What follows belongs to an exercise in optimizing a design on an open flow for small area, a short achievable clock period and few clock cycles; a production flow would make more cautious choices.
Function was checked by simulation only, so behaviour that the tests miss may differ from the original.

## clover_chain
module clover_chain (
    input  wire         clk,
    input  wire         rst,           
    input  wire         clear,         
    input  wire         start,         
    output wire         ready,
    input  wire [15:0]  in_y,          
    input  wire [15:0]  in_r,          
    input  wire [15:0]  in_f,          
    input  wire [15:0]  in_cout,       
    input  wire         in_fb,         
    input  wire         in_preload,    
    input  wire [2:0]   in_hstage,     
    input  wire         in_slewing,    
    input  wire         in_clamp_pos,  
    input  wire         in_clamp_neg,  
    output wire [2:0]   cfg_sel,       
    input  wire [15:0]  cfg_op,        
    input  wire [255:0] cfg_par,       
    output reg          done,
    output reg  [15:0]  out_b,         
    output reg  [3:0]   out_sat        
);
    reg  [2:0] ph;
    reg        ph7;         
    reg  [2:0] sel;         
    reg        run;         
    reg  [7:0] valid;
    reg        rdy;         
    assign ready   = rdy;
    assign cfg_sel = sel;
    wire take = ph7 && start && !clear;
    reg signed [15:0] a_y, a_r, a_f, a_cout, a_e;
    reg        a_fb, a_pre, a_slew, a_cp, a_cn;
    reg [2:0]  a_hs;
    wire [15:0] in_e = in_r - in_y;
    wire signed [16:0] a_cf = {a_cout[15], a_cout} - {a_f[15], a_f};
    reg [11:0]  c_op;
    reg [255:0] c_par;
    wire [3:0] op = c_op[11:8];
    wire [3:0] sa = c_op[7:4];
    wire [3:0] sb = c_op[3:0];
    wire signed [15:0] p1  = c_par[ 15:  0];
    wire signed [15:0] p2  = c_par[ 31: 16];
    wire signed [15:0] p3  = c_par[ 47: 32];
    wire signed [15:0] p4  = c_par[ 63: 48];
    wire signed [15:0] p5  = c_par[ 79: 64];
    wire signed [15:0] p6  = c_par[ 95: 80];
    wire signed [15:0] p7  = c_par[111: 96];
    wire signed [15:0] p8  = c_par[127:112];
    wire signed [15:0] p9  = c_par[143:128];
    wire signed [15:0] p10 = c_par[159:144];
    reg is_gain, is_sum, is_pid, is_bq, is_ll, is_lim, is_rate, is_lut, is_db, is_sel, is_st, is_nz;
    reg is_alu;                        
    reg pid_pre;                       
  ...
Size: roughly 22000 cells after synthesis, about 170000 um2 of cells after synthesis.
export LEC_CHECK = 0
export ABC_AREA = 1
export CAP_MARGIN = 70
export CORE_MARGIN = 2
export CORE_UTILIZATION = 40
export SLEW_MARGIN = 70
create_clock -name core_clock -period 70.0 [get_ports {clk}]
run.sh (not shown) runs the stock make flow with config.mk's settings and CLKGATE_MAP_FILE= SYNTH_SCRIPT=/design/flow/synth_recipe.tcl, a recipe that flattens the netlist after the stock synthesis.
Testbench counts at the start, summed over its fixed seeds: cycles 49,400.
==> next run, changes <==
Settings changed: CORE_UTILIZATION 40 to 45.
The changed run passed the timing, DRC and antenna checks.
Final area goes down by 0.67%.
Hold slack gains 12 ps.
Non-clock buffer count fell by 23.
Wire length drops by 3.3%.
Via count increases by 1.1%.
Global-route usage rose by 4.1 points.
Clock skew falls by 4.8 ps.
==> next run, changes <==
Settings changed: CORE_UTILIZATION 45 to 50.
=> Clock skew is higher by 14 ps. Die area decreases by roughly a tenth. Wire length went down slightly.
==> next run, changes <==
Settings changed: CAP_MARGIN 70 to 50, CORE_UTILIZATION 50 to 45, SLEW_MARGIN 70 to 50.
After rerunning: Utilization falls by 7.3 points; global-route usage falls by 4.1 points; sequential share of layout area rises by 0.44 points; clock-buffer cell count rises by 3; wire length rises by 1.5%; area after synthesis does not change; setup slack is worse by 950 ps.

lane 1:
Another version of the RTL of clover_chain (not shown whole).
For scale: about 24000 cells after synthesis, ~370 I/O pins.
==> flow/config.mk <==
export PLATFORM = sky130hd
export DESIGN_NAME = clover_chain
export DESIGN_NICKNAME = clover_chain
export VERILOG_FILES = /design/flow/design.v
export SDC_FILE = /design/flow/constraint.sdc
export NUM_CORES = 8
export LEC_CHECK = 0
export ABC_AREA = 1
export CAP_MARGIN = 40
export CORE_MARGIN = 2
export CORE_UTILIZATION = 40
export SLEW_MARGIN = 30
==> flow/constraint.sdc <==
create_clock -name core_clock -period 70.0 [get_ports {clk}]
set_input_delay 14.0000 -clock core_clock [delete_from_list [all_inputs] [get_ports {clk}]]
set_output_delay 14.0000 -clock core_clock [all_outputs]
set_load 0.01 [all_outputs]
Testbench counts of lane 1, summed over its fixed seeds: cycles 49,400.
Relative to lane 1, the following input files were edited for lane 2:
-- flow/config.mk --
<<< lane 1, line 9
export CAP_MARGIN = 40
>>> lane 2, line 9
export CAP_MARGIN = 50
<<< lane 1, line 11
export CORE_UTILIZATION = 40
export SLEW_MARGIN = 30
>>> lane 2, line 11
export CORE_UTILIZATION = 45
export SLEW_MARGIN = 50
Findings:
Compared with lane 1, lane 2 instantiates a smaller number of standard cells. The faster design of the two is lane 2; lane 1 tops out lower. From lane 1 to lane 2 the numbers moved as follows: worst setup slack now larger; standard cell core area went down by 0.048 mm2; peak per-stage delay on the critical path saw a decrease.

[afterwards: timing with drivers on the ports]
The results above use ideal ports. As a check the final layouts listed here were re-extracted and re-timed, cells and wires unchanged.
Step 1: set_driving_cell puts a clkbuf_16 on clk and a buf_2 on each other input, an assumption about the parent block.
Step 2 also shifts input and output timing later by t, the mid clock arrival at the registers, as if the neighbouring blocks saw the same clock.
Three values: no drivers, after step 1, after step 2; two values: the first two.
| run | t, ns | setup slack, ns | slew at the worst register clock pin (ns) | pins driven straight from the clock port |
|---|---|---|---|---|
| the first run of note 1 | 1.039 | 53.053 / 53.053 / 53.053 | 0.08 / 0.08 | 1 |
| the second run of note 1 | 1.024 | 52.825 / 52.825 / 52.825 | 0.09 / 0.09 | 1 |
| the third run of note 1 | 1.034 | 52.702 / 52.702 / 52.702 | 0.08 / 0.08 | 1 |
| the fourth run of note 1 | 1.067 | 51.749 / 51.749 / 51.749 | 0.09 / 0.09 | 1 |
| lane 1 | 1.067 | 51.160 / 51.160 / 51.160 | 0.09 / 0.09 | 1 |
| lane 2 | 1.075 | 51.783 / 51.783 / 51.783 | 0.08 / 0.08 | 1 |
After both steps setup and hold are still met in every run listed.
